Context: an optimization exercise on an open-source flow, tuned for small area, a short achievable clock period and few clock cycles per item. The choices shown serve that exercise and are no tape-out recipe. Function was checked by simulation only, so behaviour that the tests miss may differ from the original. Power figures rest on the tool's default switching activity, not on a simulated workload.

## flow/design.v (module list and top-level ports; edited modules follow where they fit)
// module meas_stream: 8935 lines
module meas_stream (
  input  wire        clk,
  input  wire        rst_n,
  input  wire        in_valid,
  output wire        in_ready,
  input  wire        in_cfg,
  input  wire [31:0] in_word,
  input  wire [3:0]  cfg_rank_win,
  input  wire [3:0]  cfg_rank,
  input  wire [2:0]  cfg_resp,
  input  wire [23:0] cfg_offset,
  input  wire [31:0] cfg_gain,
  output reg         out_valid,
  output reg  [31:0] out_value,
  output reg         out_sat,
  output reg         err_valid,
  output reg         err_fault
);
  // ...
==> flow/flow/run.sh <==
#!/bin/bash
# Standard ORFS layout (the standard.sh: standard synthesis, floorplan,
# placement, CTS, routing, finish) with two repair settings changed:
#  - the timing repair steps aim for a setup slack well above the 15 ns
#    constraint, so that they work on the design's real critical paths
#    (the clock period and the SDC are unchanged);
#  - gate sizing may pick any drive strength, not only cells of the same
#    footprint.
# The tools' output goes to make_finish.log in this folder (ORFS also keeps
# its per-step logs under orfs/logs).
set -euo pipefail
MARGIN=${MARGIN:-10.75}
bash standard.sh SETUP_SLACK_MARGIN=$MARGIN MATCH_CELL_FOOTPRINT=0 finish > make_finish.log 2>&1
==> flow/standard.sh <==
#!/bin/bash
# synth_recipe.tcl (not shown) runs the flow's synth.tcl, then flattens the netlist and writes it again
# the make line also repeats each setting of config.mk as NAME=value (left out here)
make -C /OpenROAD-flow-scripts/flow DESIGN_CONFIG=/design/flow/config.mk WORK_HOME=/design/flow/orfs CLKGATE_MAP_FILE= SYNTH_SCRIPT=/design/flow/synth_recipe.tcl "${@:-finish}"
==> flow/config.mk <==
export PLATFORM = sky130hd
export DESIGN_NAME = meas_stream
export DESIGN_NICKNAME = meas_stream
export VERILOG_FILES = /design/flow/design.v
export SDC_FILE = /design/flow/constraint.sdc
export NUM_CORES = 4
export LEC_CHECK = 0
export CAP_MARGIN = 20
export CORE_MARGIN = 2
export CORE_UTILIZATION = 40
export CTS_BUF_LIST = sky130_fd_sc_hd__clkbuf_8 sky130_fd_sc_hd__clkbuf_16
export CTS_CLUSTER_DIAMETER = 70
export CTS_CLUSTER_SIZE = 22
export SLEW_MARGIN = 20
export SYNTH_MEMORY_MAX_BITS = 65536
==> flow/constraint.sdc <==
create_clock -name core_clock -period 15.0 [get_ports {clk}]
set_input_delay 3.0000 -clock core_clock [delete_from_list [all_inputs] [get_ports {clk}]]
set_output_delay 3.0000 -clock core_clock [all_outputs]
set_load 0.01 [all_outputs]
==> results.ini, run 1 <==
[clock_tree]
htreeDepth=4
cts_buffers=199
clock_path_buffers=4

[cells_and_area]
seq_share_pct=43.2
final_cell_mix=1,924 x edfxtp_1, 1,781 x a22oi_1, 1,618 x inv_1
inverters=1562
final_util_pct=43.5
fin_nets=16257

[global_route]
overflow=0
grt_pass1_vias=119604
grt_usage_pct=27.3

[route]
routedWlPerCell_um=30.7

[synth]
synth_fa_ha_area_share_pct=20.1
synth.largest_area_cell=edfxtp_1
synth.most_common_cell=edfxtp_1

[sta]
fmax_ghz=0.224
worst_slew_pin_slew_ns=1.19
layout_setup_ws_ns=10.54

[setup_path]
slowest_delay_ns=0.37
reg2reg_to=fh5[124]
path_depth=1

[hold_path]
worstHoldStart=o4
min_path_type=register to register

[power_and_ir_drop]
pg_seq_uw=10600
switching_share_pct=37.8

[floorplan]
pin_count=140
core_area_mm2=0.435
die-area_mm2=0.443

[outcome]
outcome=timing/DRC/antenna clean

[place]
dp_hpwl_um=409000
post-place-cells=19712

Testbench counts, summed over its fixed seeds: cycles 29,088, items 28,800.
==> run 2, diff against run 1 <==
--- a/flow/design.v
+++ b/flow/design.v
@@ -8555,239 +8555,239 @@
   wire g_2913;
   wire g_2914;
   assign g_2913 = ~sp10_32 ^ sp11_31 ^ sp12_29;
   assign g_2914 = (~sp10_32 & sp11_31) | (~sp10_32 & sp12_29) | (sp11_31 & sp12_29);
   wire g_2915;
   wire g_2916;
   assign g_2915 = sp11_32 ^ sp12_30;
   assign g_2916 = sp11_32 & sp12_30;
-  reg [166:0] sh8;
-  wire gr_2917;
-  wire gr_2918;
-  assign gr_2917 = sh8[3] ^ sh8[4];
-  assign gr_2918 = sh8[3] & sh8[4];
-  wire gr_2919;
-  wire gr_2920;
-  assign gr_2919 = sh8[6] ^ sh8[7];
-  assign gr_2920 = sh8[6] & sh8[7];
-  wire gr_2921;
-  wire gr_2922;
-  assign gr_2921 = sh8[8] ^ sh8[9] ^ sh8[10];
-  assign gr_2922 = (sh8[8] & sh8[9]) | (sh8[8] & sh8[10]) | (sh8[9] & sh8[10]);
-  wire gr_2923;
-  wire gr_2924;
-  assign gr_2923 = sh8[11] ^ sh8[12] ^ sh8[13];
-  assign gr_2924 = (sh8[11] & sh8[12]) | (sh8[11] & sh8[13]) | (sh8[12] & sh8[13]);
-  wire gr_2925;
-  wire gr_2926;
-  assign gr_2925 = sh8[14] ^ sh8[15] ^ sh8[16];
-  assign gr_2926 = (sh8[14] & sh8[15]) | (sh8[14] & sh8[16]) | (sh8[15] & sh8[16]);
-  wire gr_2927;
-  wire gr_2928;
-  assign gr_2927 = sh8[17] ^ sh8[18] ^ sh8[19];
-  assign gr_2928 = (sh8[17] & sh8[18]) | (sh8[17] & sh8[19]) | (sh8[18] & sh8[19]);
-  wire gr_2929;
-  wire gr_2930;
-  assign gr_2929 = sh8[20] ^ sh8[21] ^ sh8[22];
-  assign gr_2930 = (sh8[20] & sh8[21]) | (sh8[20] & sh8[22]) | (sh8[21] & sh8[22]);
-  wire gr_2931;
-  wire gr_2932;
-  assign gr_2931 = sh8[23] ^ sh8[24] ^ sh8[25];
-  assign gr_2932 = (sh8[23] & sh8[24]) | (sh8[23] & sh8[25]) | (sh8[24] & sh8[25]);
-  wire gr_2933;
-  wire gr_2934;
-  assign gr_2933 = sh8[26] ^ sh8[27] ^ sh8[28];
-  assign gr_2934 = (sh8[26] & sh8[27]) | (sh8[26] & sh8[28]) | (sh8[27] & sh8[28]);
-  wire gr_2935;
-  wire gr_2936;
-  assign gr_2935 = sh8[29] ^ sh8[30] ^ sh8[31];
-  assign gr_2936 = (sh8[29] & sh8[30]) | (sh8[29] & sh8[31]) | (sh8[30] & sh8[31]);
-  wire gr_2937;
-  wire gr_2938;
-  assign gr_2937 = sh8[32] ^ sh8[33] ^ sh8[34];
-  assign gr_2938 = (sh8[32] & sh8[33]) | (sh8[32] & sh8[34]) | (sh8[33] & sh8[34]);
-  wire gr_2939;
-  wire gr_2940;
-  assign gr_2939 = sh8[35] ^ sh8[36] ^ sh8[37];
-  assign gr_2940 = (sh8[35] & sh8[36]) | (sh8[35] & sh8[37]) | (sh8[36] & sh8[37]);
-  wire gr_2941;
-  wire gr_2942;
-  assign gr_2941 = sh8[38] ^ sh8[39] ^ sh8[40];
-  assign gr_2942 = (sh8[38] & sh8[39]) | (sh8[38] & sh8[40]) | (sh8[39] & sh8[40]);
-  wire gr_2943;
-  wire gr_2944;
-  assign gr_2943 = sh8[41] ^ sh8[42] ^ sh8[43];
-  assign gr_2944 = (sh8[41] & sh8[42]) | (sh8[41] & sh8[43]) | (sh8[42] & sh8[43]);
-  wire gr_2945;
-  wire gr_2946;
-  assign gr_2945 = sh8[44] ^ sh8[45] ^ sh8[46];
-  assign gr_2946 = (sh8[44] & sh8[45]) | (sh8[44] & sh8[46]) | (sh8[45] & sh8[46]);
-  wire gr_2947;
-  wire gr_2948;
-  assign gr_2947 = sh8[47] ^ sh8[48] ^ sh8[49];
-  assign gr_2948 = (sh8[47] & sh8[48]) | (sh8[47] & sh8[49]) | (sh8[48] & sh8[49]);
-  wire gr_2949;
-  wire gr_2950;
-  assign gr_2949 = sh8[50] ^ sh8[51] ^ sh8[52];
-  assign gr_2950 = (sh8[50] & sh8[51]) | (sh8[50] & sh8[52]) | (sh8[51] & sh8[52]);
-  wire gr_2951;
-  wire gr_2952;
-  assign gr_2951 = sh8[53] ^ sh8[54] ^ sh8[55];
-  assign gr_2952 = (sh8[53] & sh8[54]) | (sh8[53] & sh8[55]) | (sh8[54] & sh8[55]);
-  wire gr_2953;
-  wire gr_2954;
-  assign gr_2953 = sh8[56] ^ sh8[57] ^ sh8[58];
-  assign gr_2954 = (sh8[56] & sh8[57]) | (sh8[56] & sh8[58]) | (sh8[57] & sh8[58]);
-  wire gr_2955;
-  wire gr_2956;
-  assign gr_2955 = sh8[59] ^ sh8[60] ^ sh8[61];
-  assign gr_2956 = (sh8[59] & sh8[60]) | (sh8[59] & sh8[61]) | (sh8[60] & sh8[61]);
-  wire gr_2957;
-  wire gr_2958;
-  assign gr_2957 = sh8[62] ^ sh8[63] ^ sh8[64];
-  assign gr_2958 = (sh8[62] & sh8[63]) | (sh8[62] & sh8[64]) | (sh8[63] & sh8[64]);
-  wire gr_2959;
-  wire gr_2960;
-  assign gr_2959 = sh8[65] ^ sh8[66] ^ sh8[67];
-  assign gr_2960 = (sh8[65] & sh8[66]) | (sh8[65] & sh8[67]) | (sh8[66] & sh8[67]);
-  wire gr_2961;
-  wire gr_2962;
-  assign gr_2961 = sh8[68] ^ sh8[69] ^ sh8[70];
-  assign gr_2962 = (sh8[68] & sh8[69]) | (sh8[68] & sh8[70]) | (sh8[69] & sh8[70]);
-  wire gr_2963;
-  wire gr_2964;
-  assign gr_2963 = sh8[71] ^ sh8[72] ^ sh8[73];
-  assign gr_2964 = (sh8[71] & sh8[72]) | (sh8[71] & sh8[73]) | (sh8[72] & sh8[73]);
-  wire gr_2965;
-  wire gr_2966;
-  assign gr_2965 = sh8[74] ^ sh8[75] ^ sh8[76];
-  assign gr_2966 = (sh8[74] & sh8[75]) | (sh8[74] & sh8[76]) | (sh8[75] & sh8[76]);
-  wire gr_2967;
-  wire gr_2968;
-  assign gr_2967 = sh8[77] ^ sh8[78] ^ sh8[79];
-  assign gr_2968 = (sh8[77] & sh8[78]) | (sh8[77] & sh8[79]) | (sh8[78] & sh8[79]);
-  wire gr_2969;
-  wire gr_2970;
-  assign gr_2969 = sh8[80] ^ sh8[81] ^ sh8[82];
-  assign gr_2970 = (sh8[80] & sh8[81]) | (sh8[80] & sh8[82]) | (sh8[81] & sh8[82]);
-  wire gr_2971;
-  wire gr_2972;
-  assign gr_2971 = sh8[83] ^ sh8[84] ^ sh8[85];
-  assign gr_2972 = (sh8[83] & sh8[84]) | (sh8[83] & sh8[85]) | (sh8[84] & sh8[85]);
-  wire gr_2973;
-  wire gr_2974;
-  assign gr_2973 = sh8[86] ^ sh8[87] ^ sh8[88];
-  assign gr_2974 = (sh8[86] & sh8[87]) | (sh8[86] & sh8[88]) | (sh8[87] & sh8[88]);
-  wire gr_2975;
-  wire gr_2976;
-  assign gr_2975 = sh8[89] ^ sh8[90] ^ sh8[91];
-  assign gr_2976 = (sh8[89] & sh8[90]) | (sh8[89] & sh8[91]) | (sh8[90] & sh8[91]);
-  wire gr_2977;
-  wire gr_2978;
-  assign gr_2977 = sh8[92] ^ sh8[93] ^ sh8[94];
-  assign gr_2978 = (sh8[92] & sh8[93]) | (sh8[92] & sh8[94]) | (sh8[93] & sh8[94]);
-  wire gr_2979;
-  wire gr_2980;
-  assign gr_2979 = sh8[95] ^ sh8[96] ^ sh8[97];
-  assign gr_2980 = (sh8[95] & sh8[96]) | (sh8[95] & sh8[97]) | (sh8[96] & sh8[97]);
-  wire gr_2981;
-  wire gr_2982;
-  assign gr_2981 = sh8[98] ^ sh8[99] ^ sh8[100];
-  assign gr_2982 = (sh8[98] & sh8[99]) | (sh8[98] & sh8[100]) | (sh8[99] & sh8[100]);
-  wire gr_2983;
-  wire gr_2984;
-  assign gr_2983 = sh8[101] ^ sh8[102] ^ sh8[103];
-  assign gr_2984 = (sh8[101] & sh8[102]) | (sh8[101] & sh8[103]) | (sh8[102] & sh8[103]);
-  wire gr_2985;
-  wire gr_2986;
-  assign gr_2985 = sh8[104] ^ sh8[105] ^ sh8[106];
-  assign gr_2986 = (sh8[104] & sh8[105]) | (sh8[104] & sh8[106]) | (sh8[105] & sh8[106]);
-  wire gr_2987;
-  wire gr_2988;
-  assign gr_2987 = sh8[107] ^ sh8[108] ^ sh8[109];
-  assign gr_2988 = (sh8[107] & sh8[108]) | (sh8[107] & sh8[109]) | (sh8[108] & sh8[109]);
-  wire gr_2989;
-  wire gr_2990;
-  assign gr_2989 = sh8[110] ^ sh8[111] ^ sh8[112];
-  assign gr_2990 = (sh8[110] & sh8[111]) | (sh8[110] & sh8[112]) | (sh8[111] & sh8[112]);
-  wire gr_2991;
-  wire gr_2992;
-  assign gr_2991 = sh8[113] ^ sh8[114] ^ sh8[115];
-  assign gr_2992 = (sh8[113] & sh8[114]) | (sh8[113] & sh8[115]) | (sh8[114] & sh8[115]);
-  wire gr_2993;
-  wire gr_2994;
-  assign gr_2993 = sh8[116] ^ sh8[117] ^ sh8[118];
-  assign gr_2994 = (sh8[116] & sh8[117]) | (sh8[116] & sh8[118]) | (sh8[117] & sh8[118]);
-  wire gr_2995;
-  wire gr_2996;
-  assign gr_2995 = sh8[119] ^ sh8[120] ^ sh8[121];
-  assign gr_2996 = (sh8[119] & sh8[120]) | (sh8[119] & sh8[121]) | (sh8[120] & sh8[121]);
-  wire gr_2997;
-  wire gr_2998;
-  assign gr_2997 = sh8[122] ^ sh8[123] ^ sh8[124];
-  assign gr_2998 = (sh8[122] & sh8[123]) | (sh8[122] & sh8[124]) | (sh8[123] & sh8[124]);
-  wire gr_2999;
-  wire gr_3000;
-  assign gr_2999 = sh8[125] ^ sh8[126] ^ sh8[127];
-  assign gr_3000 = (sh8[125] & sh8[126]) | (sh8[125] & sh8[127]) | (sh8[126] & sh8[127]);
-  wire gr_3001;
-  wire gr_3002;
-  assign gr_3001 = sh8[128] ^ sh8[129] ^ sh8[130];
-  assign gr_3002 = (sh8[128] & sh8[129]) | (sh8[128] & sh8[130]) | (sh8[129] & sh8[130]);
-  wire gr_3003;
-  wire gr_3004;
-  assign gr_3003 = sh8[131] ^ sh8[132] ^ sh8[133];
-  assign gr_3004 = (sh8[131] & sh8[132]) | (sh8[131] & sh8[133]) | (sh8[132] & sh8[133]);
-  wire gr_3005;
-  wire gr_3006;
-  assign gr_3005 = sh8[134] ^ sh8[135] ^ sh8[136];
-  assign gr_3006 = (sh8[134] & sh8[135]) | (sh8[134] & sh8[136]) | (sh8[135] & sh8[136]);
-  wire gr_3007;
-  wire gr_3008;
-  assign gr_3007 = sh8[137] ^ sh8[138] ^ sh8[139];
-  assign gr_3008 = (sh8[137] & sh8[138]) | (sh8[137] & sh8[139]) | (sh8[138] & sh8[139]);
-  wire gr_3009;
-  wire gr_3010;
-  assign gr_3009 = sh8[140] ^ sh8[141] ^ sh8[142];
-  assign gr_3010 = (sh8[140] & sh8[141]) | (sh8[140] & sh8[142]) | (sh8[141] & sh8[142]);
-  wire gr_3011;
-  wire gr_3012;
-  assign gr_3011 = sh8[143] ^ sh8[144] ^ sh8[145];
-  assign gr_3012 = (sh8[143] & sh8[144]) | (sh8[143] & sh8[145]) | (sh8[144] & sh8[145]);
-  wire gr_3013;
-  wire gr_3014;
-  assign gr_3013 = sh8[146] ^ sh8[147] ^ sh8[148];
-  assign gr_3014 = (sh8[146] & sh8[147]) | (sh8[146] & sh8[148]) | (sh8[147] & sh8[148]);
-  wire gr_3015;
-  wire gr_3016;
-  assign gr_3015 = sh8[149] ^ sh8[150] ^ sh8[151];
-  assign gr_3016 = (sh8[149] & sh8[150]) | (sh8[149] & sh8[151]) | (sh8[150] & sh8[151]);
-  wire gr_3017;
-  wire gr_3018;
-  assign gr_3017 = sh8[152] ^ sh8[153] ^ sh8[154];
-  assign gr_3018 = (sh8[152] & sh8[153]) | (sh8[152] & sh8[154]) | (sh8[153] & sh8[154]);
-  wire gr_3019;
-  wire gr_3020;
-  assign gr_3019 = sh8[155] ^ sh8[156] ^ sh8[157];
-  assign gr_3020 = (sh8[155] & sh8[156]) | (sh8[155] & sh8[157]) | (sh8[156] & sh8[157]);
-  wire gr_3021;
-  wire gr_3022;
-  assign gr_3021 = sh8[158] ^ sh8[159] ^ sh8[160];
-  assign gr_3022 = (sh8[158] & sh8[159]) | (sh8[158] & sh8[160]) | (sh8[159] & sh8[160]);
-  wire gr_3023;
-  wire gr_3024;
-  assign gr_3023 = sh8[161] ^ sh8[162] ^ sh8[163];
-  assign gr_3024 = (sh8[161] & sh8[162]) | (sh8[161] & sh8[163]) | (sh8[162] & sh8[163]);
-  wire gr_3025;
-  wire gr_3026;
-  assign gr_3025 = sh8[164] ^ sh8[165];
-  assign gr_3026 = sh8[164] & sh8[165];
-  wire [57:0] sc_s = {sh8[166], gr_3024, gr_3022, gr_3020, gr_3018, gr_3016, gr_3014, gr_3012, gr_3010, gr_3008, gr_3006, gr_3004, gr_3002, gr_3000, gr_2998, gr_2996, gr_2994, gr_2992, gr_2990, gr_2988, gr_2986, gr_2984, gr_2982, gr_2980, gr_2978, gr_2976, gr_2974, gr_2972, gr_2970, gr_2968, gr_2966, gr_2964, gr_2962, gr_2960, gr_2958, gr_2956, gr_2954, gr_2952, gr_2950, gr_2948, gr_2946, gr_2944, gr_2942, gr_2940, gr_2938, gr_2936, gr_2934, gr_2932, gr_2930, gr_2928, gr_2926, gr_2924, gr_2922, gr_2920, gr_2918, sh8[5], sh8[2], sh8[0]};
-  wire [57:0] sc_c = {gr_3026, gr_3025, gr_3023, gr_3021, gr_3019, gr_3017, gr_3015, gr_3013, gr_3011, gr_3009, gr_3007, gr_3005, gr_3003, gr_3001, gr_2999, gr_2997, gr_2995, gr_2993, gr_2991, gr_2989, gr_2987, gr_2985, gr_2983, gr_2981, gr_2979, gr_2977, gr_2975, gr_2973, gr_2971, gr_2969, gr_2967, gr_2965, gr_2963, gr_2961, gr_2959, gr_2957, gr_2955, gr_2953, gr_2951, gr_2949, gr_2947, gr_2945, gr_2943, gr_2941, gr_2939, gr_2937, gr_2935, gr_2933, gr_2931, gr_2929, gr_2927, gr_2925, gr_2923, gr_2921, gr_2919, gr_2917, 1'b0, sh8[1]};
+  wire g_2917;
+  wire g_2918;
+  assign g_2917 = sp0_2 ^ sp1_0;
+  assign g_2918 = sp0_2 & sp1_0;
+  wire g_2919;
+  wire g_2920;
+  assign g_2919 = sp0_3 ^ sp1_1;
+  assign g_2920 = sp0_3 & sp1_1;
+  wire g_2921;
+  wire g_2922;
+  assign g_2921 = sp2_0 ^ dg7[8] ^ g_2815;
+  assign g_2922 = (sp2_0 & dg7[8]) | (sp2_0 & g_2815) | (dg7[8] & g_2815);
+  wire g_2923;
+  wire g_2924;
+  assign g_2923 = sp2_1 ^ g_2816 ^ g_2817;
+  assign g_2924 = (sp2_1 & g_2816) | (sp2_1 & g_2817) | (g_2816 & g_2817);
+  wire g_2925;
+  wire g_2926;
+  assign g_2925 = g_2635 ^ g_2818 ^ g_2819;
+  assign g_2926 = (g_2635 & g_2818) | (g_2635 & g_2819) | (g_2818 & g_2819);
+  wire g_2927;
+  wire g_2928;
+  assign g_2927 = g_2637 ^ g_2820 ^ g_2821;
+  assign g_2928 = (g_2637 & g_2820) | (g_2637 & g_2821) | (g_2820 & g_2821);
+  wire g_2929;
+  wire g_2930;
+  assign g_2929 = g_2641 ^ g_2822 ^ g_2823;
+  assign g_2930 = (g_2641 & g_2822) | (g_2641 & g_2823) | (g_2822 & g_2823);
+  wire g_2931;
+  wire g_2932;
+  assign g_2931 = g_2645 ^ g_2824 ^ g_2825;
+  assign g_2932 = (g_2645 & g_2824) | (g_2645 & g_2825) | (g_2824 & g_2825);
+  wire g_2933;
+  wire g_2934;
+  assign g_2933 = g_2649 ^ g_2826 ^ g_2827;
+  assign g_2934 = (g_2649 & g_2826) | (g_2649 & g_2827) | (g_2826 & g_2827);
+  wire g_2935;
+  wire g_2936;
+  assign g_2935 = g_2653 ^ g_2828 ^ g_2829;
+  assign g_2936 = (g_2653 & g_2828) | (g_2653 & g_2829) | (g_2828 & g_2829);
+  wire g_2937;
+  wire g_2938;
+  assign g_2937 = g_2657 ^ g_2830 ^ g_2831;
+  assign g_2938 = (g_2657 & g_2830) | (g_2657 & g_2831) | (g_2830 & g_2831);
+  wire g_2939;
+  wire g_2940;
+  assign g_2939 = g_2661 ^ g_2832 ^ g_2833;
+  assign g_2940 = (g_2661 & g_2832) | (g_2661 & g_2833) | (g_2832 & g_2833);
+  wire g_2941;
+  wire g_2942;
+  assign g_2941 = g_2665 ^ g_2834 ^ g_2835;
+  assign g_2942 = (g_2665 & g_2834) | (g_2665 & g_2835) | (g_2834 & g_2835);
+  wire g_2943;
+  wire g_2944;
+  assign g_2943 = g_2669 ^ g_2836 ^ g_2837;
+  assign g_2944 = (g_2669 & g_2836) | (g_2669 & g_2837) | (g_2836 & g_2837);
+  wire g_2945;
+  wire g_2946;
+  assign g_2945 = g_2673 ^ g_2838 ^ g_2839;
+  assign g_2946 = (g_2673 & g_2838) | (g_2673 & g_2839) | (g_2838 & g_2839);
+  wire g_2947;
+  wire g_2948;
+  assign g_2947 = g_2677 ^ g_2840 ^ g_2841;
+  assign g_2948 = (g_2677 & g_2840) | (g_2677 & g_2841) | (g_2840 & g_2841);
+  wire g_2949;
+  wire g_2950;
+  assign g_2949 = g_2681 ^ g_2842 ^ g_2843;
+  assign g_2950 = (g_2681 & g_2842) | (g_2681 & g_2843) | (g_2842 & g_2843);
+  wire g_2951;
+  wire g_2952;
+  assign g_2951 = g_2685 ^ g_2844 ^ g_2845;
+  assign g_2952 = (g_2685 & g_2844) | (g_2685 & g_2845) | (g_2844 & g_2845);
+  wire g_2953;
+  wire g_2954;
+  assign g_2953 = g_2689 ^ g_2846 ^ g_2847;
+  assign g_2954 = (g_2689 & g_2846) | (g_2689 & g_2847) | (g_2846 & g_2847);
+  wire g_2955;
+  wire g_2956;
+  assign g_2955 = g_2693 ^ g_2848 ^ g_2849;
+  assign g_2956 = (g_2693 & g_2848) | (g_2693 & g_2849) | (g_2848 & g_2849);
+  wire g_2957;
+  wire g_2958;
+  assign g_2957 = g_2697 ^ g_2850 ^ g_2851;
+  assign g_2958 = (g_2697 & g_2850) | (g_2697 & g_2851) | (g_2850 & g_2851);
+  wire g_2959;
+  wire g_2960;
+  assign g_2959 = g_2701 ^ g_2852 ^ g_2853;
+  assign g_2960 = (g_2701 & g_2852) | (g_2701 & g_2853) | (g_2852 & g_2853);
+  wire g_2961;
+  wire g_2962;
+  assign g_2961 = g_2705 ^ g_2854 ^ g_2855;
+  assign g_2962 = (g_2705 & g_2854) | (g_2705 & g_2855) | (g_2854 & g_2855);
+  wire g_2963;
+  wire g_2964;
+  assign g_2963 = g_2709 ^ g_2856 ^ g_2857;
+  assign g_2964 = (g_2709 & g_2856) | (g_2709 & g_2857) | (g_2856 & g_2857);
+  wire g_2965;
+  wire g_2966;
+  assign g_2965 = g_2713 ^ g_2858 ^ g_2859;
+  assign g_2966 = (g_2713 & g_2858) | (g_2713 & g_2859) | (g_2858 & g_2859);
+  wire g_2967;
+  wire g_2968;
+  assign g_2967 = g_2717 ^ g_2860 ^ g_2861;
+  assign g_2968 = (g_2717 & g_2860) | (g_2717 & g_2861) | (g_2860 & g_2861);
+  wire g_2969;
+  wire g_2970;
+  assign g_2969 = g_2721 ^ g_2862 ^ g_2863;
+  assign g_2970 = (g_2721 & g_2862) | (g_2721 & g_2863) | (g_2862 & g_2863);
+  wire g_2971;
+  wire g_2972;
+  assign g_2971 = g_2725 ^ g_2864 ^ g_2865;
+  assign g_2972 = (g_2725 & g_2864) | (g_2725 & g_2865) | (g_2864 & g_2865);
+  wire g_2973;
+  wire g_2974;
+  assign g_2973 = g_2729 ^ g_2866 ^ g_2867;
+  assign g_2974 = (g_2729 & g_2866) | (g_2729 & g_2867) | (g_2866 & g_2867);
+  wire g_2975;
+  wire g_2976;
+  assign g_2975 = g_2733 ^ g_2868 ^ g_2869;
+  assign g_2976 = (g_2733 & g_2868) | (g_2733 & g_2869) | (g_2868 & g_2869);
+  wire g_2977;
+  wire g_2978;
+  assign g_2977 = g_2737 ^ g_2870 ^ g_2871;
+  assign g_2978 = (g_2737 & g_2870) | (g_2737 & g_2871) | (g_2870 & g_2871);
+  wire g_2979;
+  wire g_2980;
+  assign g_2979 = g_2741 ^ g_2872 ^ g_2873;
+  assign g_2980 = (g_2741 & g_2872) | (g_2741 & g_2873) | (g_2872 & g_2873);
+  wire g_2981;
+  wire g_2982;
+  assign g_2981 = g_2745 ^ g_2874 ^ g_2875;
+  assign g_2982 = (g_2745 & g_2874) | (g_2745 & g_2875) | (g_2874 & g_2875);
+  wire g_2983;
+  wire g_2984;
+  assign g_2983 = g_2749 ^ g_2876 ^ g_2877;
+  assign g_2984 = (g_2749 & g_2876) | (g_2749 & g_2877) | (g_2876 & g_2877);
+  wire g_2985;
+  wire g_2986;
+  assign g_2985 = g_2753 ^ g_2878 ^ g_2879;
+  assign g_2986 = (g_2753 & g_2878) | (g_2753 & g_2879) | (g_2878 & g_2879);
+  wire g_2987;
+  wire g_2988;
+  assign g_2987 = g_2757 ^ g_2880 ^ g_2881;
+  assign g_2988 = (g_2757 & g_2880) | (g_2757 & g_2881) | (g_2880 & g_2881);
+  wire g_2989;
+  wire g_2990;
+  assign g_2989 = g_2761 ^ g_2882 ^ g_2883;
+  assign g_2990 = (g_2761 & g_2882) | (g_2761 & g_2883) | (g_2882 & g_2883);
+  wire g_2991;
+  wire g_2992;
+  assign g_2991 = g_2765 ^ g_2884 ^ g_2885;
+  assign g_2992 = (g_2765 & g_2884) | (g_2765 & g_2885) | (g_2884 & g_2885);
+  wire g_2993;
+  wire g_2994;
+  assign g_2993 = g_2769 ^ g_2886 ^ g_2887;
+  assign g_2994 = (g_2769 & g_2886) | (g_2769 & g_2887) | (g_2886 & g_2887);
+  wire g_2995;
+  wire g_2996;
+  assign g_2995 = g_2773 ^ g_2888 ^ g_2889;
+  assign g_2996 = (g_2773 & g_2888) | (g_2773 & g_2889) | (g_2888 & g_2889);
+  wire g_2997;
+  wire g_2998;
+  assign g_2997 = g_2777 ^ g_2890 ^ g_2891;
+  assign g_2998 = (g_2777 & g_2890) | (g_2777 & g_2891) | (g_2890 & g_2891);
+  wire g_2999;
+  wire g_3000;
+  assign g_2999 = g_2781 ^ g_2892 ^ g_2893;
+  assign g_3000 = (g_2781 & g_2892) | (g_2781 & g_2893) | (g_2892 & g_2893);
+  wire g_3001;
+  wire g_3002;
+  assign g_3001 = g_2785 ^ g_2894 ^ g_2895;
+  assign g_3002 = (g_2785 & g_2894) | (g_2785 & g_2895) | (g_2894 & g_2895);
+  wire g_3003;
+  wire g_3004;
+  assign g_3003 = g_2789 ^ g_2896 ^ g_2897;
+  assign g_3004 = (g_2789 & g_2896) | (g_2789 & g_2897) | (g_2896 & g_2897);
+  wire g_3005;
+  wire g_3006;
+  assign g_3005 = g_2793 ^ g_2898 ^ g_2899;
+  assign g_3006 = (g_2793 & g_2898) | (g_2793 & g_2899) | (g_2898 & g_2899);
+  wire g_3007;
+  wire g_3008;
+  assign g_3007 = g_2797 ^ g_2900 ^ g_2901;
+  assign g_3008 = (g_2797 & g_2900) | (g_2797 & g_2901) | (g_2900 & g_2901);
+  wire g_3009;
+  wire g_3010;
+  assign g_3009 = g_2801 ^ g_2902 ^ g_2903;
+  assign g_3010 = (g_2801 & g_2902) | (g_2801 & g_2903) | (g_2902 & g_2903);
+  wire g_3011;
+  wire g_3012;
+  assign g_3011 = g_2805 ^ g_2904 ^ g_2905;
+  assign g_3012 = (g_2805 & g_2904) | (g_2805 & g_2905) | (g_2904 & g_2905);
+  wire g_3013;
+  wire g_3014;
+  assign g_3013 = g_2809 ^ g_2906 ^ g_2907;
+  assign g_3014 = (g_2809 & g_2906) | (g_2809 & g_2907) | (g_2906 & g_2907);
+  wire g_3015;
+  wire g_3016;
+  assign g_3015 = g_2811 ^ g_2908 ^ g_2909;
+  assign g_3016 = (g_2811 & g_2908) | (g_2811 & g_2909) | (g_2908 & g_2909);
+  wire g_3017;
+  wire g_3018;
+  assign g_3017 = g_2813 ^ g_2910 ^ g_2911;
+  assign g_3018 = (g_2813 & g_2910) | (g_2813 & g_2911) | (g_2910 & g_2911);
+  wire g_3019;
+  wire g_3020;
+  assign g_3019 = g_2814 ^ g_2912 ^ g_2913;
+  assign g_3020 = (g_2814 & g_2912) | (g_2814 & g_2913) | (g_2912 & g_2913);
+  wire g_3021;
+  wire g_3022;
+  assign g_3021 = 1'b1 ^ g_2914 ^ g_2915;
+  assign g_3022 = (1'b1 & g_2914) | (1'b1 & g_2915) | (g_2914 & g_2915);
+  wire g_3023;
+  wire g_3024;
+  assign g_3023 = ~sp11_32 ^ sp12_31 ^ g_2916;
+  assign g_3024 = (~sp11_32 & sp12_31) | (~sp11_32 & g_2916) | (sp12_31 & g_2916);
+  wire g_3025;
+  wire g_3026;
+  assign g_3025 = sp12_32 ^ 1'b1;
+  assign g_3026 = sp12_32 & 1'b1;
+  reg [114:0] sh8;
+  wire [57:0] sc_s = {sh8[113], sh8[111], sh8[109], sh8[107], sh8[105], sh8[103], sh8[101], sh8[99], sh8[97], sh8[95], sh8[93], sh8[91], sh8[89], sh8[87], sh8[85], sh8[83], sh8[81], sh8[79], sh8[77], sh8[75], sh8[73], sh8[71], sh8[69], sh8[67], sh8[65], sh8[63], sh8[61], sh8[59], sh8[57], sh8[55], sh8[53], sh8[51], sh8[49], sh8[47], sh8[45], sh8[43], sh8[41], sh8[39], sh8[37], sh8[35], sh8[33], sh8[31], sh8[29], sh8[27], sh8[25], sh8[23], sh8[21], sh8[19], sh8[17], sh8[15], sh8[13], sh8[11], sh8[9], sh8[7], sh8[5], sh8[3], sh8[2], sh8[0]};
+  wire [57:0] sc_c = {sh8[114], sh8[112], sh8[110], sh8[108], sh8[106], sh8[104], sh8[102], sh8[100], sh8[98], sh8[96], sh8[94], sh8[92], sh8[90], sh8[88], sh8[86], sh8[84], sh8[82], sh8[80], sh8[78], sh8[76], sh8[74], sh8[72], sh8[70], sh8[68], sh8[66], sh8[64], sh8[62], sh8[60], sh8[58], sh8[56], sh8[54], sh8[52], sh8[50], sh8[48], sh8[46], sh8[44], sh8[42], sh8[40], sh8[38], sh8[36], sh8[34], sh8[32], sh8[30], sh8[28], sh8[26], sh8[24], sh8[22], sh8[20], sh8[18], sh8[16], sh8[14], sh8[12], sh8[10], sh8[8], sh8[6], sh8[4], 1'b0, sh8[1]};
   always @(posedge clk) begin
     if (!rst_n) v3 <= 1'b0;
     else        v3 <= v2;
     o3 <= o2; sat3 <= sat2; s3_rs <= rs2; s3_q <= q2; fr3 <= fr2;
     vop0 <= ({24{v0_b2}} & hist[1])
       | ({24{v0_b4}} & hist[3])
       | ({24{v0_b7}} & hist[6])
       | ({24{v0_b13}} & hist[12])
@@ -8906,17 +8906,17 @@
     sat7 <= sat6;
     dg7  <= dg6;
   end
   reg         v8, sat8;
   always @(posedge clk) begin
     if (!rst_n) v8 <= 1'b0;
     else        v8 <= v7;
     sat8 <= sat7;
-    sh8 <= {~sp12_32, 1'b1, sp12_32, g_2916, sp12_31, ~sp11_32, g_2915, g_2914, 1'b1, g_2913, g_2912, g_2814, g_2911, g_2910, g_2813, g_2909, g_2908, g_2811, g_2907, g_2906, g_2809, g_2905, g_2904, g_2805, g_2903, g_2902, g_2801, g_2901, g_2900, g_2797, g_2899, g_2898, g_2793, g_2897, g_2896, g_2789, g_2895, g_2894, g_2785, g_2893, g_2892, g_2781, g_2891, g_2890, g_2777, g_2889, g_2888, g_2773, g_2887, g_2886, g_2769, g_2885, g_2884, g_2765, g_2883, g_2882, g_2761, g_2881, g_2880, g_2757, g_2879, g_2878, g_2753, g_2877, g_2876, g_2749, g_2875, g_2874, g_2745, g_2873, g_2872, g_2741, g_2871, g_2870, g_2737, g_2869, g_2868, g_2733, g_2867, g_2866, g_2729, g_2865, g_2864, g_2725, g_2863, g_2862, g_2721, g_2861, g_2860, g_2717, g_2859, g_2858, g_2713, g_2857, g_2856, g_2709, g_2855, g_2854, g_2705, g_2853, g_2852, g_2701, g_2851, g_2850, g_2697, g_2849, g_2848, g_2693, g_2847, g_2846, g_2689, g_2845, g_2844, g_2685, g_2843, g_2842, g_2681, g_2841, g_2840, g_2677, g_2839, g_2838, g_2673, g_2837, g_2836, g_2669, g_2835, g_2834, g_2665, g_2833, g_2832, g_2661, g_2831, g_2830, g_2657, g_2829, g_2828, g_2653, g_2827, g_2826, g_2649, g_2825, g_2824, g_2645, g_2823, g_2822, g_2641, g_2821, g_2820, g_2637, g_2819, g_2818, g_2635, g_2817, g_2816, sp2_1, g_2815, dg7[8], sp2_0, sp1_1, sp0_3, dg7[5], sp1_0, sp0_2, sp0_1, dg7[2], sp0_0};
+    sh8 <= {g_3026, ~sp12_32, g_3025, g_3024, g_3023, g_3022, g_3021, g_3020, g_3019, g_3018, g_3017, g_3016, g_3015, g_3014, g_3013, g_3012, g_3011, g_3010, g_3009, g_3008, g_3007, g_3006, g_3005, g_3004, g_3003, g_3002, g_3001, g_3000, g_2999, g_2998, g_2997, g_2996, g_2995, g_2994, g_2993, g_2992, g_2991, g_2990, g_2989, g_2988, g_2987, g_2986, g_2985, g_2984, g_2983, g_2982, g_2981, g_2980, g_2979, g_2978, g_2977, g_2976, g_2975, g_2974, g_2973, g_2972, g_2971, g_2970, g_2969, g_2968, g_2967, g_2966, g_2965, g_2964, g_2963, g_2962, g_2961, g_2960, g_2959, g_2958, g_2957, g_2956, g_2955, g_2954, g_2953, g_2952, g_2951, g_2950, g_2949, g_2948, g_2947, g_2946, g_2945, g_2944, g_2943, g_2942, g_2941, g_2940, g_2939, g_2938, g_2937, g_2936, g_2935, g_2934, g_2933, g_2932, g_2931, g_2930, g_2929, g_2928, g_2927, g_2926, g_2925, g_2924, g_2923, g_2922, g_2921, g_2920, g_2919, g_2918, g_2917, dg7[5], sp0_1, dg7[2], sp0_0};
   end
   wire [57:0] prod = sc_s + sc_c;
   reg  [37:0] y;
   reg         v9, sat9;
   always @(posedge clk) begin
     if (!rst_n) v9 <= 1'b0;
     else        v9 <= v8;
     sat9 <= sat8;
==> flow/config.mk (replaced) <==
export PLATFORM = sky130hd
export DESIGN_NAME = meas_stream
export DESIGN_NICKNAME = meas_stream
export VERILOG_FILES = /design/flow/design.v
export SDC_FILE = /design/flow/constraint.sdc
export NUM_CORES = 4
export LEC_CHECK = 0
export CAP_MARGIN = 20
export CORE_MARGIN = 2
export CORE_UTILIZATION = 40
export CTS_CLUSTER_DIAMETER = 70
export CTS_CLUSTER_SIZE = 22
export PLACE_DENSITY = 0.7
export SLEW_MARGIN = 20
export SYNTH_MEMORY_MAX_BITS = 65536
==> run 2 against run 1 <==
Net effect: still clean on timing, DRC and antenna; clock power fell by 5.5%; sequential share of layout area fell by 0.34 points; first-iteration DRC count rose by 5.9%; worst hold slack got worse by 0.0018 ns; clock skew rose by 0.0043 ns; non-clock buffer count fell by 15; synthesized cell count rose by 0.36%; total power rose by 5.9%; clock-buffer cell count rose by 70; critical path type unchanged; largest cell class unchanged.
==> results.ini, run 2 <==
[synth]
ys_seq_area_share_pct=46.0
yosys_warnings=5
syn_inst=14663
synth_common_cells=1,924 x edfxtp_1, 1,798 x a22oi_1, 1,613 x inv_1
synth.most_common_cell=edfxtp_1
synth.largest_area_cell=edfxtp_1
synthArstFlopShare_pct=0
synth_top_area_share_pct=33.1
ys_ff_latch=3048
syn_nets=16721
synthFlopType=edfxtp_1
synth_edf_count=1924
syn_area_mm2=0.174
synth.avg_cell_area_um2=11.9
synthTopCellsByArea=edfxtp_1 33%, fa_1 16%, dfxtp_1 13%
synth_cell_types=91

[place]
io_buffers=139
gp_congestion=1.02
dp_hpwl_um=390000  ; -4.8%

[cells_and_area]
syn_to_final_growth_pct=7.86
reg.largest.list=hist: 1512 flops, fh5: 264 flops, win: 216 flops
final_cell_mix=1,924 x edfxtp_1, 1,798 x a22oi_1, 1,609 x inv_1
largest_reg_flops=1512
final_common_cell=edfxtp_1
drive_gt1_share_pct=7.02
fin_nets=16285  ; +0.17%
regMostFlops=hist
final_util_pct=43.3  ; -0.20 points

[sta]
min_period_ns=4.35
finalCritPeriodShare_pct=29.0
tns_ns=0
worst_slew_pin_slew_ns=1.24  ; +0.0509 ns
rsz0062_at_grt=true
slew_violations=0
slew_headroom_pct=17.3
setup_viol=0
hold_viol=0
clock_skew_ns=0.0863
fmax_ghz=0.230  ; +2.6%

[global_route]
grt_pass1_wl_um=841000
grt_usage_pct=25.6  ; -1.7 points
overflow=0  ; unchanged
grt_pass1_vias=121373  ; +1.5%
grt_max_degree=213
antenna_found_initial=26

[route]
drtIter0Drc=19254
via_per_inst=6.13
dr.pass1.iters=17
vias=123336
wl_um=583000
routedWlPerCell_um=29.0  ; -5.7%
drc=0
postRouteAntennaNets=0

[floorplan]
die-area_mm2=0.442  ; -0.23%
rows=242
die_h_um=664
core_area_mm2=0.435  ; about the same
die_w_um=664
start_util_pct=40.2
pin_count=140  ; unchanged

[power_and_ir_drop]
power_density_mw_per_mm2=152
ir_drop_mv=0.449
switching_share_pct=39.2  ; +1.4 points
p_int_uw=17400
seq_power_share_pct=36.5
comb_power_share_pct=44.2
p_sw_uw=11200
p_clk_share_pct=19.3
p_leak_uw=0.0689

[setup_path]
crit_path_top_delay_cell=dfxtp_2
timing.critical_path.fanout_max=1
critPathTopFamily=flip-flops
path_buf_inv=1
critPathArrivalTime_ns=1.35
r2r-start=pre4_2[15]
path_class=register to primary output
required_ns=12.00
slowest_delay_ns=0.32  ; -0.05 ns
cp-start-kind=register
rrSetupSlack_ns=10.72
startpoint=out_value[31]
path_cells=buf_6
worst_setup_path_end_kind=primary output

[clock_tree]
htreeDepth=4  ; unchanged
cts_hold_buf=0
cts_tree=yes
clkSinkCount=3048
cts_buffers=186  ; -6.5%
insertion_delay_ns=0.97
clkSlewWorstSetupHoldPaths_ns=0.08
clock_path_buffers=4  ; unchanged
clockRootBuffer=clkbuf_16

[outcome]
outcome=timing/DRC/antenna clean

[hold_path]
min_path_type=register to register
worstHoldStart=o5

[run]
maxCapViolCount=0

run 2: changes by cell type after synthesis, sizes merged, moves of 16 or more:
cell	change
a221oi	-23
o21ai	+17
nor3	+16
a22o	-19
a21o	+26
a221o	+26
inv	+64
o21a	+18
o22ai	-18
nand2b	+24
dfxtp	-51
a22oi	+17
a21oi	-53
nor2	-31
run 2: per-layer routing:
metal	wire length [um]	GRT usage, %	up-vias
met5	170	0.152	-
li1	-	-	50441
met4	39000	13.2	22
met2	242000	37.2	9711
met3	87200	9.78	2347
met1	214000	33.1	60815
run 2: per-stage QoR:
stage / power, uW / instances / hold WS (ns) / area, um^2 / setup slack (ns)
2_1_floorplan: 18800 / 14663 / 0.310 / 174000 / 3.89
3_3_place_gp: 22900 / 19756 / 0.311 / 182000 / 9.88
3_5_place_dp: 23200 / 19756 / 0.312 / 182000 / 9.82
4_1_cts: 28700 / 20105 / 0.332 / 188000 / 10.59
5_1_grt: 30900 / 20116 / 0.338 / 188000 / 10.60
6_report: 28700 / 20127 / 0.331 / 188000 / 10.65
run 2: timing repair:
action,CTS,global route
setup buffers,9,6
setup endpoints to repair,213,444
gates cloned,0,1
gates resized for setup,195,133
pin swaps,7,14
run 2: kinds of logic (layout without fill, tap and decap cells):
logic type                 Yosys count  count (layout)  share of synthesized area (%)
AOI/OAI and AO/OA                 3207            3207                           13.4
other                                0              14                              0
adders and majority gates         1969            1969                           20.1
buffers and inverters             2697            2413                           5.82
and+or+nand+nor                   2038            2038                           5.85
muxes                              177             177                           1.10
DFF                               3048            3048                           46.0
xor gates and xnor gates          1527            1527                           7.67
run 2: cell type report:
| type | count | area (um^2) |
|---|---|---|
| Timing Repair Buffer | 448 | 3890 |
| Sequential cell | 3048 | 80600 |
| Multi-Input combinational cell | 8918 | 84400 |
| Clock inverter | 65 | 870 |
| Inverter | 1625 | 6130 |
| Fill cell | 39513 | 246000 |
| Antenna cell | 14 | 35.0 |
| Clock buffer | 275 | 5080 |
| Tap cell | 5734 | 7170 |
run 2: worst paths after layout:
check / cells past startpoint / to
setup / recovery: 1 / out_value[31]
hold / removal: 0 / o6
setup reg to reg: 10 / fh5[106]
hold reg to reg: 0 / o6
run 2: power by group through the flow:
| stage | sequential, uW | combinational [uW] | clock [uW] |
|---|---|---|---|
| 2_1_floorplan | 10200 | 8540 | 0 |
| 3_3_place_gp | 10600 | 12300 | 0 |
| 3_5_place_dp | 10600 | 12600 | 0 |
| 4_1_cts | 10400 | 12600 | 5630 |
| 5_1_grt | 10500 | 14500 | 5930 |
| 6_report | 10500 | 12700 | 5540 |
Testbench counts of run 2, summed over its fixed seeds: cycles 29,088, items 28,800.
==> run 3, diff against run 2 <==
--- a/flow/config.mk
+++ b/flow/config.mk
@@ -10,6 +10,5 @@
 export CORE_UTILIZATION = 40
 export CTS_CLUSTER_DIAMETER = 70
 export CTS_CLUSTER_SIZE = 22
-export PLACE_DENSITY = 0.7
 export SLEW_MARGIN = 20
 export SYNTH_MEMORY_MAX_BITS = 65536
==> run 3 against run 2 <==
Net effect: still clean; total power is 0.19% lower; critical path depth stayed put; die area stayed put; setup slack worse by 0.027 ns; register-to-register slack better by 0.06 ns; critical path type unchanged; largest cell class unchanged.
==> results.ini, run 3 <==
[outcome]
outcome=timing/DRC/antenna clean

[global_route]
overflow=0  ; unchanged
grt_pass1_vias=118868  ; -2.1%
antenna_found_initial=17  ; -35%
grt_usage_pct=26.3  ; +0.77 points
grt_max_degree=179  ; -16%
grt_pass1_wl_um=857000  ; +1.9%

[cells_and_area]
final_cell_mix=1,924 x edfxtp_1, 1,798 x a22oi_1, 1,609 x inv_1
regMostFlops=hist
largest_reg_flops=1512  ; unchanged
syn_to_final_growth_pct=8.07
drive_gt1_share_pct=7.22  ; +0.20 points
final_common_cell=edfxtp_1
stdcell_count=20132  ; +0.025%
final_util_pct=43.4  ; +0.085 points
fin_nets=16281  ; -0.025%
reg.largest.list=hist: 1512 flops, fh5: 264 flops, win: 216 flops
n_fill_cell=40096  ; +1.5%

[setup_path]
path_class=register to primary output
worst_setup_path_end_kind=primary output
ff2ff_path_depth=9  ; -1
r2r-start=pre4_0[23]
path_buf_inv=1  ; unchanged
reg2reg_to=fh5[160]
rrSetupSlack_ns=10.78  ; +0.06 ns
critPathTopFamily=flip-flops
critPathArrivalTime_ns=1.37  ; +0.02 ns
required_ns=12.00  ; about the same
slowest_delay_ns=0.32  ; about the same
timing.critical_path.fanout_max=1  ; unchanged
path_cells=buf_2
crit_path_top_delay_cell=dfxtp_1
cp-start-kind=register

[sta]
tns_ns=0  ; unchanged
setup_viol=0  ; unchanged
fmax_ghz=0.229  ; -0.62%
rsz0062_at_grt=true
slew_headroom_pct=20.3  ; +2.9 points
min_period_ns=4.37  ; +0.0273 ns
hold_viol=0  ; unchanged
finalCritPeriodShare_pct=29.2  ; +0.18 points
slew_violations=0  ; unchanged
clock_skew_ns=0.0991  ; +0.0128 ns
worst_slew_pin_slew_ns=1.19  ; -0.0458 ns
layout_setup_ws_ns=10.63  ; -0.0273 ns

[clock_tree]
cts_tree=yes
clkSinkCount=3048  ; unchanged
insertion_delay_ns=1.00  ; +0.03 ns
clockRootBuffer=clkbuf_16
clock_path_buffers=4  ; unchanged
cts_hold_buf=0  ; unchanged
cts_buffers=195  ; +4.8%
htreeDepth=4  ; unchanged
clkSlewWorstSetupHoldPaths_ns=0.08  ; about the same

[synth]
synth_top_area_share_pct=33.1  ; unchanged
ys_ff_latch=3048  ; unchanged
synthTopCellsByArea=edfxtp_1 33%, fa_1 16%, dfxtp_1 13%
syn_nets=16721  ; unchanged
syn_inst=14663  ; unchanged
synth.most_common_cell=edfxtp_1
synthArstFlopShare_pct=0  ; unchanged
synthFlopType=edfxtp_1
syn_area_mm2=0.174  ; unchanged
synth.largest_area_cell=edfxtp_1
yosys_warnings=5  ; unchanged
synth_cell_types=91  ; unchanged
synth_common_cells=1,924 x edfxtp_1, 1,798 x a22oi_1, 1,613 x inv_1
ys_seq_area_share_pct=46.0  ; unchanged
synth_edf_count=1924  ; unchanged
synth.avg_cell_area_um2=11.9  ; unchanged

[route]
postRouteAntennaNets=0  ; unchanged
dr.pass1.iters=9  ; -8
via_per_inst=5.99  ; -2.3%
drtIter0Drc=17050  ; -11%
drc=0  ; unchanged
routedWlPerCell_um=29.7  ; +2.4%
wl_um=597000  ; +2.4%
vias=120564  ; -2.2%

[hold_path]
worstHoldStart=o2
hold_path_depth=0  ; unchanged
worstHoldEndpoint=o3
min_path_type=register to register

[power_and_ir_drop]
ir_drop_mv=0.232  ; -48%
p_leak_uw=0.0691  ; +0.21%
power_density_mw_per_mm2=152  ; -0.38%

[floorplan]
pin_count=140  ; unchanged
die_h_um=664  ; unchanged
core_area_mm2=0.435  ; unchanged
die_w_um=664  ; unchanged
start_util_pct=40.2  ; unchanged
rows=242  ; unchanged
die-area_mm2=0.442  ; unchanged

[place]
gp_congestion=0.976  ; -4.2%
place_ws_ns=9.83  ; +0.0148 ns
post-place-cells=19738  ; -0.091%
dp_hpwl_um=404000  ; +3.6%
io_buffers=139  ; unchanged

[run]
maxCapViolCount=0  ; unchanged

## run 3: cell counts after synthesis
No cell type changed its count.
## run 3: metal layers
layer | routed length, um | vias up | GRT usage [%]
met5 | 293 | - | 0.402
met4 | 31100 | 12 | 11.5
met3 | 76900 | 1620 | 8.46
met2 | 255000 | 7981 | 39.2
met1 | 233000 | 60495 | 35.1
li1 | - | 50456 | -
## run 3: worst max-delay path by stage
stage,start,to,slack [ns],cells after the start
after floorplan,v2,hist[0][0],3.89,0
after global placement,s3_b8,pre4_3[24],9.83,16
after detailed placement,s3_b8,pre4_3[24],9.83,16
after CTS,out_value[29],out_value[29],10.55,1
after global routing,out_value[27],out_value[27],10.57,1
final,out_value[7],out_value[7],10.63,1
## run 3: logic make-up after synthesis
kind of cell / count (synthesis) / share of synthesized area (%)
AND/OR/NAND/NOR: 2038 / 5.85
adder cells (fa/ha/maj): 1969 / 20.1
buffers and inverters: 2697 / 5.82
flip-flops: 3048 / 46.0
multiplexers: 177 / 1.10
XOR/XNOR: 1527 / 7.67
AO/OA/AOI/OAI: 3207 / 13.4
## run 3: area by class of cell
type                    count  area (um^2)  share of cell area, %
flip-flops and latches   3048        80700                   42.8
multi-input cells        8918        84300                   44.7
clock inverters            79         1030                  0.547
repair buffers            435         3750                   1.99
clock buffers             282         5440                   2.88
inverters                1625         6130                   3.25
well taps                5734         7170                   3.80
diodes                     11         27.5                 0.0146
## run 3: repair_timing
action	4_1_cts	5_1_grt
gates resized for setup	194	125
buffers inserted	9	13
setup endpoints to repair	254	256
pin swaps	1	11
cloned	0	0
## run 3: power by group
group	total (uW)	switching (uW)	internal, uW
combinational	12200	7260	4980
sequential	10500	732	9800
clock	5860	3130	2720
total	28600	11100	17500
## run 3: per-stage QoR
stage | hold WS, ns | cell area, um^2 | power (uW)
after floorplan | 0.310 | 174000 | 18800
after global placement | 0.311 | 181000 | 22600
after detailed placement | 0.313 | 181000 | 22900
after CTS | 0.334 | 188000 | 28700
after global routing | 0.337 | 189000 | 30900
final | 0.332 | 189000 | 28600
==> run 4, diff against run 3 <==
--- a/flow/config.mk
+++ b/flow/config.mk
@@ -8,7 +8,7 @@
 export CAP_MARGIN = 20
 export CORE_MARGIN = 2
 export CORE_UTILIZATION = 40
-export CTS_CLUSTER_DIAMETER = 70
-export CTS_CLUSTER_SIZE = 22
+export CTS_CLUSTER_DIAMETER = 80
+export CTS_CLUSTER_SIZE = 24
 export SLEW_MARGIN = 20
 export SYNTH_MEMORY_MAX_BITS = 65536
==> run 4 against run 3 <==
Net effect: global-route usage about the same; design area down 0.44%; highest routed layer unchanged; fmax up 0.21%; critical endpoint is now out_value[27]; die area unchanged.
==> results.ini, run 4 <==
[synth]
ys_seq_area_share_pct=46.0  ; unchanged
synthArstFlopShare_pct=0  ; unchanged
synth_fa_ha_area_share_pct=20.1  ; unchanged
syn_inst=14663  ; unchanged
synth.most_common_cell=edfxtp_1
synthSimpleGateAreaFrac_pct=5.85  ; unchanged
synth_edf_count=1924  ; unchanged
ys_ff_latch=3048  ; unchanged
synth_common_cells=1,924 x edfxtp_1, 1,798 x a22oi_1, 1,613 x inv_1
synth_top_area_share_pct=33.1  ; unchanged
synth.avg_cell_area_um2=11.9  ; unchanged
synth-compound-area-share_pct=13.4  ; unchanged
synth_xor_area_share_pct=7.67  ; unchanged
syn_nets=16721  ; unchanged
synth_top_family_by_area=adder cells
yosys_warnings=5  ; unchanged
synth_cell_types=91  ; unchanged
synth.largest_area_cell=edfxtp_1
synthMuxAreaShare_pct=1.10  ; unchanged
synthFlopType=edfxtp_1
syn_area_mm2=0.174  ; unchanged
synthTopCellsByArea=edfxtp_1 33%, fa_1 16%, dfxtp_1 13%

[cells_and_area]
stdcell_count=20089  ; -0.21%
fin_nets=16257  ; -0.15%
final_cell_mix=1,924 x edfxtp_1, 1,798 x a22oi_1, 1,609 x inv_1
regMostFlops=hist
reg.largest.list=hist: 1512 flops, fh5: 264 flops, win: 216 flops
syn_to_final_growth_pct=7.60
final_util_pct=43.2  ; -0.19 points
drive_gt1_share_pct=6.95  ; -0.27 points
fin_area_mm2=0.188  ; -0.44%
final_common_cell=edfxtp_1
largest_reg_flops=1512  ; unchanged

[route]
dr.pass1.iters=8  ; -1
drtIter0Drc=16766  ; -1.7%
routedWlPerCell_um=29.7  ; about the same
drc=0  ; unchanged
via_per_inst=5.99  ; about the same
postRouteAntennaNets=0  ; unchanged
vias=120273  ; -0.24%
wl_um=596000  ; -0.18%

[place]
dp_hpwl_um=404000  ; unchanged
post_dp_cell_area_mm2=0.181  ; unchanged
io_buffers=139  ; unchanged
gp_congestion=0.976  ; unchanged
post-place-cells=19738  ; unchanged

[sta]
clock_skew_ns=0.0965  ; -0.00268 ns
slew_violations=0  ; unchanged
worst_slew_pin_slew_ns=1.20  ; +0.00656 ns
rsz0062_at_grt=true
setup_viol=0  ; unchanged
min_period_ns=4.37  ; -0.00900 ns
slew_headroom_pct=19.8  ; -0.44 points
fmax_ghz=0.229  ; +0.21%
finalCritPeriodShare_pct=29.1  ; -0.060 points
tns_ns=0  ; unchanged
hold_viol=0  ; unchanged

[setup_path]
crit_path_top_delay_cell=dfxtp_1
path_buf_inv=1  ; unchanged
timing.critical_path.fanout_max=1  ; unchanged
rrSetupSlack_ns=10.74  ; -0.04 ns
worst_setup_path_end_kind=primary output
reg2reg_to=fh5[106]
r2r-start=pre4_0[3]
path_class=register to primary output
required_ns=12.00  ; about the same
path_cells=buf_2
ff2ff_path_depth=8  ; -1
slowest_delay_ns=0.32  ; about the same
critPathTopFamily=flip-flops
critPathArrivalTime_ns=1.36  ; about the same
cp-start-kind=register

[global_route]
grt_usage_pct=26.3  ; -0.043 points
grt_max_degree=179  ; unchanged
overflow=0  ; unchanged
grt_pass1_wl_um=855000  ; -0.19%
grt_pass1_vias=118527  ; -0.29%
antenna_found_initial=22  ; +5

[power_and_ir_drop]
p_leak_uw=0.0687  ; -0.58%
power.total_uw=28200  ; -1.6%
ir_drop_mv=0.235  ; +1.6%
power_density_mw_per_mm2=150  ; -1.1%

[floorplan]
rows=242  ; unchanged
die_w_um=664  ; unchanged
core_area_mm2=0.435  ; unchanged
pin_count=140  ; unchanged
start_util_pct=40.2  ; unchanged
die_h_um=664  ; unchanged
die-area_mm2=0.442  ; unchanged

[clock_tree]
cts_buffers=175  ; -10%
htreeDepth=4  ; unchanged
cts_hold_buf=0  ; unchanged
cts_tree=yes
clock_path_buffers=4  ; unchanged
clockRootBuffer=clkbuf_16
clkSlewWorstSetupHoldPaths_ns=0.09  ; about the same
insertion_delay_ns=0.98  ; -0.02 ns
clkSinkCount=3048  ; unchanged

[hold_path]
worstHoldStart=o5
hold_path_depth=0  ; unchanged
min_path_type=register to register
worstHoldEndpoint=o6

[run]
maxCapViolCount=0  ; unchanged

[outcome]
outcome=timing/DRC/antenna clean

-- run 4: changes by cell type in the layout (fill, tap and decap cells not counted), sizes merged --
cell	change
clkinvlp	-5
clkinv	-5
clkbuf	-32
inv	+4
buf	-4
bufinv	-1
-- run 4: where the power goes --
part | leakage, uW | switching (uW) | total [uW] | internal (uW)
registers | 0.0257 | 731 | 10500 | 9800
clock network | 0.00273 | 3050 | 5430 | 2380
logic | 0.0402 | 7240 | 12200 | 4970
-- run 4: through the flow --
step                      worst slack, ns  hold slack, ns
after floorplan                      3.89           0.310
after global placement               9.83           0.311
after detailed placement             9.83           0.313
after CTS                           10.55           0.336
after global routing                10.56           0.345
final                               10.64           0.333
-- run 4: what timing repair did --
item | in CTS | in global routing
setup endpoints to repair | 252 | 250
pin swaps | 1 | 6
cloned | 0 | 0
setup buffers | 9 | 9
gates resized for setup | 191 | 123
-- run 4: worst register-to-register path: cells and delay by family (launching register included) --
family / cells / cell delay [ns]
flops: 1 / 0.92
xor+xnor: 1 / 0.20
compound gates: 1 / 0.20
buf+inv: 1 / 0.06
fa+ha+maj: 5 / 2.82
-- run 4: cells by family after synthesis --
| logic type | Yosys count |
|---|---|
| DFF | 3048 |
| buffers and inverters | 2697 |
| xor gates and xnor gates | 1527 |
| and+or+nand+nor | 2038 |
| adders and majority gates | 1969 |
| AOI/OAI and AO/OA | 3207 |
| muxes | 177 |
-- run 4: worst max-delay path by stage --
| stage | slack (ns) | startpoint | depth (start not counted) | endpoint |
|---|---|---|---|---|
| finish | 10.64 | out_value[27] | 1 | out_value[27] |
| floorplan | 3.89 | v2 | 0 | hist[0][0] |
| global route | 10.56 | out_value[27] | 1 | out_value[27] |
| CTS | 10.55 | out_value[29] | 1 | out_value[29] |
| global placement | 9.83 | s3_b8 | 16 | pre4_3[24] |
| detailed placement | 9.83 | s3_b8 | 16 | pre4_3[24] |
-- run 4: per-layer routing --
metal | global-route usage [%] | vias to the layer above | routed length [um]
met5 | 0.260 | - | 283
met2 | 39.1 | 7889 | 254000
li1 | - | 50367 | -
met3 | 8.36 | 1668 | 74700
met4 | 11.5 | 14 | 32100
met1 | 35.2 | 60335 | 235000
-- run 4: cell type report --
| type | count | area, um^2 |
|---|---|---|
| flip-flops and latches | 3048 | 80700 |
| well taps | 5734 | 7170 |
| clock buffers | 250 | 4690 |
| inverters | 1625 | 6130 |
| clock inverters | 72 | 1000 |
| diodes | 11 | 27.5 |
| fillers | 40186 | 247000 |
| multi-input cells | 8918 | 84300 |
| repair buffers | 431 | 3680 |

## separate check: timing with driven ports
How much do the figures lean on ideal ports? The routed layouts below were timed once more, with nothing changed but the port constraints.
Step 1 (the two cells are an assumption about what drives the block):
set clk [get_ports {clk}]
set_driving_cell -lib_cell sky130_fd_sc_hd__clkbuf_16 $clk
set_driving_cell -lib_cell sky130_fd_sc_hd__buf_2 [delete_from_list [all_inputs] $clk]
Step 2 adds t to the input delays and takes it off the output delays; t is the mean of the earliest and latest rising clock arrival at the registers after step 1. Input paths then give back, and output paths get back, about the clock's delay inside the block.
Slacks: ideal ports / drivers / drivers and shift; pairs: ideal ports / drivers.
run | t, ns | slack for setup (ns) | hold slack, ns | slew at the worst register clock pin (ns)
run 1 | 1.079 | 10.542 / 10.443 / 10.100 | 0.333 / 0.333 / 0.333 | 0.11 / 0.11
run 2 | 1.046 | 10.653 / 10.539 / 10.198 | 0.331 / 0.331 / 0.331 | 0.10 / 0.10
run 3 | 1.059 | 10.626 / 10.511 / 10.272 | 0.332 / 0.332 / 0.332 | 0.10 / 0.10
run 4 | 1.054 | 10.635 / 10.519 / 10.283 | 0.333 / 0.333 / 0.333 | 0.11 / 0.11
After both steps every run listed still meets setup and hold. The setup slack of run 2, which loses most, moves by -0.114 ns with the drivers and by -0.455 ns with both steps.
